Source: an optimization exercise on an open RTL-to-GDS flow (aim: small area). Production flows keep margins and buffers that such runs may drop.
For this run, only the layout was checked, not whether the RTL still works.

### flow/run.sh
#!/bin/bash
# synth_recipe.tcl (not shown) runs the flow's synth.tcl, then flattens the netlist and writes it again
# the make line also repeats each setting of config.mk as NAME=value (left out here)
make -C /OpenROAD-flow-scripts/flow DESIGN_CONFIG=/design/flow/config.mk WORK_HOME=/design/flow/orfs CLKGATE_MAP_FILE= SYNTH_SCRIPT=/design/flow/synth_recipe.tcl finish
### flow/config.mk
export PLATFORM = sky130hd
export DESIGN_NAME = loop_engine
export DESIGN_NICKNAME = loop_engine
export VERILOG_FILES = /design/flow/design.v
export SDC_FILE = /design/flow/constraint.sdc
export NUM_CORES = 4
export LEC_CHECK = 0
export CAP_MARGIN = 20
export CORE_MARGIN = 2
export CORE_UTILIZATION = 40
export SLEW_MARGIN = 20
### flow/constraint.sdc
create_clock -name core_clock -period 50.0 [get_ports {clk}]
set_input_delay 10.0000 -clock core_clock [delete_from_list [all_inputs] [get_ports {clk}]]
set_output_delay 10.0000 -clock core_clock [all_outputs]
set_load 0.01 [all_outputs]
### flow/design.v
module loop_engine (
    input  wire        clk,
    input  wire        rst_n,
    input  wire        cfg_we,
    input  wire [5:0]  cfg_addr,
    input  wire [15:0] cfg_wdata,
    input  wire        start,
    input  wire [19:0] vref,         
    input  wire [19:0] vctl,         
    input  wire [15:0] vin_sample,   
    input  wire [15:0] ff_pred,      
    input  wire [3:0]  n_active,
    input  wire        mem_dom,
    output reg         done,
    output reg  [15:0] u_q,          
    output reg  [14:0] ipk,
    output reg  [11:0] duty,
    output reg         sat_hi,
    output reg         sat_lo
);
    localparam [5:0] A_KI      = 6'd32;
    localparam [5:0] A_KISHIFT = 6'd33;
    localparam [5:0] A_KD      = 6'd34;
    localparam [5:0] A_KVIN    = 6'd35;
    localparam [5:0] A_KPRED   = 6'd36;
    localparam [5:0] A_OUTMIN  = 6'd37;
    localparam [5:0] A_OUTMAX  = 6'd38;
    localparam [5:0] A_INTLIM  = 6'd39;
    localparam [5:0] A_VINNOM  = 6'd40;
    localparam [5:0] A_LOOPCFG = 6'd41;
    reg [15:0] kp_tbl [0:31];
    reg [14:0] ki;
    reg [3:0]  ki_shift;
    reg [15:0] kd;
    reg signed [15:0] k_vin;
    reg [13:0] k_pred;
    reg signed [15:0] out_min;
    reg signed [15:0] out_max;
    reg [14:0] int_lim;
    reg [15:0] vin_nom;
    reg        ffv_en;
    reg        ffp_en;
    function [15:0] kp_default;
        input [4:0] idx;
        begin
            if (idx < 5'd2)       kp_default = 16'h0400;
            else if (idx < 5'd4)  kp_default = 16'h0600;
            else if (idx < 5'd8)  kp_default = 16'h0800;
            else if (idx < 5'd16) kp_default = 16'h0C00;
            else                  kp_default = 16'h1000;
        end
    endfunction
    integer i;
    always @(posedge clk) begin
        if (!rst_n) begin
            for (i = 0; i < 32; i = i + 1)
                kp_tbl[i] <= kp_default(i[4:0]);
            ki       <= 15'h0800;
            ki_shift <= 4'd4;
            kd       <= 16'h0800;
            k_vin    <= 16'sh0000;
            k_pred   <= 14'h1000;
            out_min  <= 16'sh0000;
            out_max  <= 16'sh7FFF;
            int_lim  <= 15'h7000;
            vin_nom  <= 16'd33000;
            ffv_en   <= 1'b1;
            ffp_en   <= 1'b1;
        end else if (cfg_we) begin
            if (cfg_addr < 6'd32)
                kp_tbl[cfg_addr[4:0]] <= cfg_wdata;
            else case (cfg_addr)
                A_KI:      if (!cfg_wdata[15]) ki <= cfg_wdata[14:0];
                A_KISHIFT: if (cfg_wdata < 16'd16) ki_shift <= cfg_wdata[3:0];
                A_KD:      kd <= cfg_wdata;
                A_KVIN:    k_vin <= cfg_wdata;
                A_KPRED:   if (cfg_wdata <= 16'h2000) k_pred <= cfg_wdata[13:0];
                A_OUTMIN:  if ($signed(cfg_wdata) < out_max) out_min <= cfg_wdata;
                A_OUTMAX:  if ($signed(cfg_wdata) > out_min) out_max <= cfg_wdata;
                A_INTLIM:  if (!cfg_wdata[15]) int_lim <= cfg_wdata[14:0];
                A_VINNOM:  if (cfg_wdata >= 16'd29000 && cfg_wdata <= 16'd36000) vin_nom <= cfg_wdata;
                A_LOOPCFG: begin
                    ffv_en <= cfg_wdata[0];
                    ffp_en <= cfg_wdata[1];
                end
                default: ;
            endcase
        end
    end
    reg signed [39:0] i_acc;
    reg signed [15:0] e_prev;
    wire signed [20:0] vdiff = $signed({1'b0, vref}) - $signed({1'b0, vctl});
    wire signed [15:0] e     = (vdiff > 21'sd32767)  ? 16'sh7FFF :
                               (vdiff < -21'sd32768) ? 16'sh8000 : vdiff[15:0];
    wire signed [16:0] ediff = e - e_prev;
    wire signed [15:0] de    = (ediff > 17'sd32767)  ? 16'sh7FFF :
                               (ediff < -17'sd32768) ? 16'sh8000 : ediff[15:0];
    wire [16:0] e_abs = e[15] ? -{e[15], e} : {1'b0, e};
    wire [4:0]  kidx  = (e_abs[16:10] > 7'd31) ? 5'd31 : e_abs[14:10];
    wire [15:0] kp    = kp_tbl[kidx];
    wire signed [32:0] p_prod = $signed({1'b0, kp}) * e;
    wire signed [32:0] d_prod = $signed({1'b0, kd}) * de;
    wire signed [31:0] ki_prod = $signed({1'b0, ki}) * e;
    wire signed [32:0] ki_x2   = {ki_prod, 1'b0};
    wire signed [32:0] inc_fl  = ki_x2 >>> ki_shift;
    wire [32:0]        inc_msk = (33'd1 << ki_shift) - 33'd1;
    wire [32:0]        inc_rem = ki_x2 & inc_msk;
    wire [32:0]        inc_hlf = (ki_shift == 4'd0) ? 33'd0 : (33'd1 << (ki_shift - 4'd1));
    wire               inc_up  = (ki_shift != 4'd0) &&
                                 ((inc_rem > inc_hlf) || ((inc_rem == inc_hlf) && inc_fl[0]));
    wire signed [32:0] inc     = inc_fl + (inc_up ? 33'sd1 : 33'sd0);
    wire signed [41:0] lim     = $signed({11'd0, int_lim, 16'd0});
    wire signed [41:0] raw_w   = i_acc + inc;
    wire signed [39:0] raw     = (raw_w > 42'sh7F_FFFF_FFFF)  ? 40'sh7F_FFFF_FFFF :
                                 (raw_w < -42'sh80_0000_0000) ? 40'sh80_0000_0000 : raw_w[39:0];
    wire               iacc_hi = i_acc > lim;
    wire               iacc_lo = i_acc < -lim;
    reg  signed [39:0] i_new;
    always @(*) begin
        if (!iacc_hi && !iacc_lo) begin
            if (raw > lim)       i_new = lim[39:0];
            else if (raw < -lim) i_new = -lim[39:0];
            else                 i_new = raw;
        end else if (iacc_hi == (inc < 0)) begin
            i_new = raw;
        end else begin
            i_new = i_acc;
        end
    end
    wire signed [17:0] vin_d   = $signed({2'b0, vin_nom}) - $signed({2'b0, vin_sample});
    wire [16:0]        vin_mag = vin_d[17] ? -vin_d[16:0] : vin_d[16:0];
    wire [31:0]        vin_num = {vin_mag, 15'd0};
    wire [31:0]        vin_q   = vin_num / 32'd10000;
    wire [31:0]        vin_r   = vin_num % 32'd10000;
    wire               vin_up  = (vin_r > 32'd5000) || ((vin_r == 32'd5000) && vin_q[0]);
    wire [31:0]        vin_rq  = vin_q + (vin_up ? 32'd1 : 32'd0);
    wire signed [15:0] dvin    = vin_d[17] ? ((vin_rq > 32'd32768) ? 16'sh8000 : -vin_rq[15:0])
                                           : ((vin_rq > 32'd32767) ? 16'sh7FFF :  vin_rq[15:0]);
    wire signed [31:0] ffv_prod = ffv_en ? k_vin * dvin : 32'sd0;
    wire signed [15:0] ffp      = ffp_en ? ff_pred : 16'sd0;
    wire signed [30:0] ffp_prod = $signed({1'b0, k_pred}) * ffp;
    reg               s1_v;
    reg signed [15:0] s1_e;
    reg signed [39:0] s1_inew;
    reg signed [32:0] s1_p;
    reg signed [32:0] s1_d;
    reg signed [31:0] s1_ffv;
    reg signed [30:0] s1_ffp;
    reg        [3:0]  s1_n;
    reg               s1_mem;
    always @(posedge clk) begin
        if (!rst_n) begin
            s1_v <= 1'b0;
        end else begin
            s1_v <= start;
        end
        if (start) begin
            s1_e    <= e;
            s1_inew <= i_new;
            s1_p    <= p_prod;
            s1_d    <= d_prod;
            s1_ffv  <= ffv_prod;
            s1_ffp  <= ffp_prod;
            s1_n    <= n_active;
            s1_mem  <= mem_dom;
        end
    end
    wire signed [43:0] acc_w = s1_inew
                             + (s1_p <<< 4)
                             + (s1_d <<< 4)
                             + (s1_ffv <<< 1)
                             + (s1_ffp <<< 4);
    wire signed [39:0] acc   = (acc_w > 44'sh7F_FFFF_FFFF)  ? 40'sh7F_FFFF_FFFF :
                               (acc_w < -44'sh80_0000_0000) ? 40'sh80_0000_0000 : acc_w[39:0];
    wire signed [23:0] acc_fl = acc[39:16];
    wire [15:0]        acc_rm = acc[15:0];
    wire               acc_up = (acc_rm > 16'h8000) || ((acc_rm == 16'h8000) && acc_fl[0]);
    wire signed [24:0] acc_rn = acc_fl + (acc_up ? 25'sd1 : 25'sd0);
    wire signed [15:0] un     = (acc_rn > 25'sd32767)  ? 16'sh7FFF :
                                (acc_rn < -25'sd32768) ? 16'sh8000 : acc_rn[15:0];
    wire               lim_hi = un > out_max;
    wire               lim_lo = un < out_min;
    wire signed [15:0] u      = lim_hi ? out_max : lim_lo ? out_min : un;
    wire               windup = (lim_hi && s1_e > 0) || (lim_lo && s1_e < 0);
    reg               s2_v;
    reg signed [15:0] s2_u;
    reg               s2_hi;
    reg               s2_lo;
    reg        [3:0]  s2_n;
    reg               s2_mem;
    always @(posedge clk) begin
        if (!rst_n) begin
            s2_v   <= 1'b0;
            i_acc  <= 40'sd0;
            e_prev <= 16'sd0;
        end else begin
            s2_v <= s1_v;
            if (s1_v) begin
                if (!windup)
                    i_acc <= s1_inew;
                e_prev <= s1_e;
            end
        end
        if (s1_v) begin
            s2_u   <= u;
            s2_hi  <= lim_hi;
            s2_lo  <= lim_lo;
            s2_n   <= s1_n;
            s2_mem <= s1_mem;
        end
    end
    wire [5:0]  ipk_div = s2_mem ? {1'b0, s2_n, 1'b0} : {s2_n, 2'b0};
    wire [14:0] u_pos   = s2_u[14:0];
    wire [14:0] ipk_q   = u_pos / ipk_div;
    wire [14:0] ipk_r   = u_pos % ipk_div;
    wire        ipk_up  = ({ipk_r, 1'b0} > {10'd0, ipk_div}) ||
                          (({ipk_r, 1'b0} == {10'd0, ipk_div}) && ipk_q[0]);
    wire [14:0] ipk_v   = (s2_u[15] || s2_n == 4'd0) ? 15'd0 : ipk_q + (ipk_up ? 15'd1 : 15'd0);
    wire signed [12:0] du_fl = s2_u[15:3];
    wire               du_up = (s2_u[2:0] > 3'd4) || ((s2_u[2:0] == 3'd4) && du_fl[0]);
    wire signed [13:0] du_rn = du_fl + (du_up ? 14'sd1 : 14'sd0);
    wire [11:0]        du_v  = du_rn[13] ? 12'd0 : (du_rn > 14'sd4095) ? 12'd4095 : du_rn[11:0];
    always @(posedge clk) begin
        if (!rst_n) begin
            done <= 1'b0;
        end else begin
            done <= s2_v;
        end
        if (s2_v) begin
            u_q    <= s2_u;
            ipk    <= ipk_v;
            duty   <= du_v;
            sat_hi <= s2_hi;
            sat_lo <= s2_lo;
        end
    end
endmodule
==> results.txt <==
## flip-flops by register name, summed over array words and instances, names as in the netlist, 31 cells and up
name and flops:
s1_ffv 32, s1_inew 40, kp_tbl 512, i_acc 40
s1_ffp 31, s1_p 33, s1_d 33
## through the flow
| step | std cells | cell area [sq um] | hold slack, ps |
|---|---|---|---|
| floorplan | 12200 | 113000 | 400 |
| global placement | 15600 | 118000 | 407 |
| detailed placement | 15600 | 118000 | 405 |
| CTS | 15800 | 122000 | 428 |
| global route | 15900 | 122000 | 445 |
| finish | 15900 | 122000 | 424 |
## worst max-delay path: cells and delay by family
family | cells | cell delay [ps]
buffers and inverters | 15 | 2350
adder cells (fa/ha/maj) | 20 | 7380
AO/OA/AOI/OAI | 60 | 14090
AND/OR/NAND/NOR | 49 | 11490
multiplexers | 7 | 2230
XOR/XNOR | 1 | 80
## cell usage after synthesis (73+ instances only)
library cell	count	area, sq um
a211oi_1	233	1750
a21o_1	121	908
a21oi_1	588	2940
a311oi_1	73	639
a31oi_1	120	751
and2_1	1049	6560
and3_1	175	1090
clkbuf_1	577	2170
dfxtp_1	189	3780
edfxtp_1	770	23100
fa_1	1165	23300
ha_1	918	11500
inv_1	1557	5840
mux2i_1	224	2240
nand2_1	1351	5070
nand2b_1	75	469
nand3_1	128	641
nand4_1	75	469
nor2_1	427	1600
nor2b_1	164	1030
nor3_1	230	1150
o21a_1	91	683
o21ai_0	269	1350
o21bai_1	192	1440
or3_1	94	588
xnor2_1	363	3180
xor2_1	115	1010
## routing by layer
layer	vias up	wire length (microns)
li1	40700	-
met4	0	10300
met2	2356	150000
met1	42500	146000
met5	-	0
met3	381	17300
## timing repair
item	in CTS	in global routing
hold buffers	0	0
setup buffers	0	12
setup endpoints to repair	0	13
resized for setup	0	32
## cell usage in the layout, fill, tap and decap left out, types with 233 or more instances in the layout
master       n
inv_1     1554
nand2_1   1345
fa_1      1165
and2_1    1048
ha_1       917
edfxtp_1   770
a21oi_1    577
nor2_1     426
xnor2_1    363
o21ai_0    237
a211oi_1   233
## cells by family after synthesis
kind of cell	share of synthesized area
AO/OA/AOI/OAI	0.133
XOR/XNOR	0.0386
adder cells (fa/ha/maj)	0.309
buffers and inverters	0.0759
flip-flops	0.238
multiplexers	0.0245
other	0.0000332
AND/OR/NAND/NOR	0.181
## final timing paths
check / from / endpoint / slack, ps
max: vin_sample[1] / s1_ffv[31] / 2780
min: s1_n[3] / s2_n[3] / 420
max reg2reg: vin_nom[0] / s1_ffv[31] / 12110
min reg2reg: s1_n[3] / s2_n[3] / 420
## layout make-up
class	count	share of cell area
Multi-Input combinational cell	9046	0.639
Sequential cell	959	0.221
Inverter	1568	0.0483
Tap cell	3743	0.0384
Timing Repair Buffer	337	0.0236
Clock buffer	132	0.0230
Clock inverter	68	0.00686
Antenna cell	8	0.000164
==> results.cfg <==
[run_status]
status = no timing/DRC/antenna violations

[final_layout]
regArea_sq_mm = 0.0269
final_nets = 14200
area_delta_synth_final_pct = 7.84
fillers = 27400
drive_above_1_share = 0.0539
final_core_util = 0.433
multi_input_area_sq_mm = 0.0779

[route]
routedWlPerCell_microns = 20.4
drtIter0Drc = 6454
route.vias.total = 85900
via_per_inst = 5.42
first_pass_iters = 5
postRouteAntennaNets = 0
wirelength_microns = 324000
drc_errors = 0

[sta]
clock_skew_ps = 82.6
report.final.setup_viol = 0
fmax_ghz = 0.0212
finalHoldViolCount = 0
tns_ps = 0
slew_headroom = 0.214
period_needed_ps = 47220
maxSlewViolCount = 0
worstMarginPinSlew_ps = 1170
finalCritPeriodShare = 0.944
worst_slack_ps = 2780

[floorplanning]
io_pins = 149
rows = 195
die_area_sq_mm = 0.287
initial_core_util = 0.401
die_y_microns = 536
fp.coreArea_sq_mm = 0.282
dieWidth_microns = 536

[synthesis]
ys_warn_count = 1
seq_area_frac_synth = 0.238
avgSynthCellArea_sq_um = 9.24
syn_area_sq_mm = 0.113
syn_inst = 12200
synth-edff-count = 770
synth.distinct_cells = 151
synth_seq_cells = 959
synth_fp_nets = 14400
synth-async-reset-ratio = 0
synth-main-ff-cell = edfxtp_1

[clock_network]
cts.sinks = 959
clock_path_buffers = 3
cts_root_buffer = clkbuf_16
cts.clk_slew.worst_paths_ps = 60
tritoncts = built
cts_made_buffers = 105
htreeDepth = 3
clk_latency_ps = 780

[critical_path]
critPathRequiredTime_ps = 50510
cp_common_cell = ha_1
crit_slowest_cell = or4b_1
slowest_delay_ps = 680
startpoint_type = primary input
path_class = in2reg
worstPathArrival_ps = 47730
worst_setup_path_end_kind = flip-flop
path_max_fanout = 17
r2r_cells = 152

[place]
portBuffers = 148
dp_slack_ps = 637
dp_hpwl_microns = 244000
place.gp.congestion = 0.893

[grt]
met3_usage = 0.0212
use_met1 = 0.314
use_met2 = 0.371
grt_max_degree = 132
antenna_found_initial = 12
grt_pass1_wl_microns = 509000
grt_overflow_total = 0
grt_pass1_vias = 86100
busiest_layer = met2
grt_usage = 0.226

[min_path]
hold_path_class = reg2reg
whs_path_depth = 0

[job]
maxCapViolCount = 0

port drivers added, routing unchanged:
In the flow no input, the clock included, has a driving cell. The finished layout below was timed again as built, in two steps. Step 1: set_driving_cell puts a clkbuf_16 on clk and a buf_2 on each other input, an assumption about the parent block. Step 2 moves the port delays by t, midway between the first and last clock arrival at a register: inputs arrive t later, outputs are due t later. That takes back most of the time a late clock gives input paths. Three values: ideal, step 1, step 2; two values: the first two.
t (ns): 0.820
setup WS [ns]: 2.781 / 2.838 / 2.018
worst register clock-pin slew, ns: 0.07 / 0.07
worst data-port slew with drivers (ns): 0.12
cell pins on the clock port's net: 1
After both steps setup and hold are still met in this run. For this run, drivers alone change the setup slack by +0.057 ns; drivers and shift together by -0.763 ns.
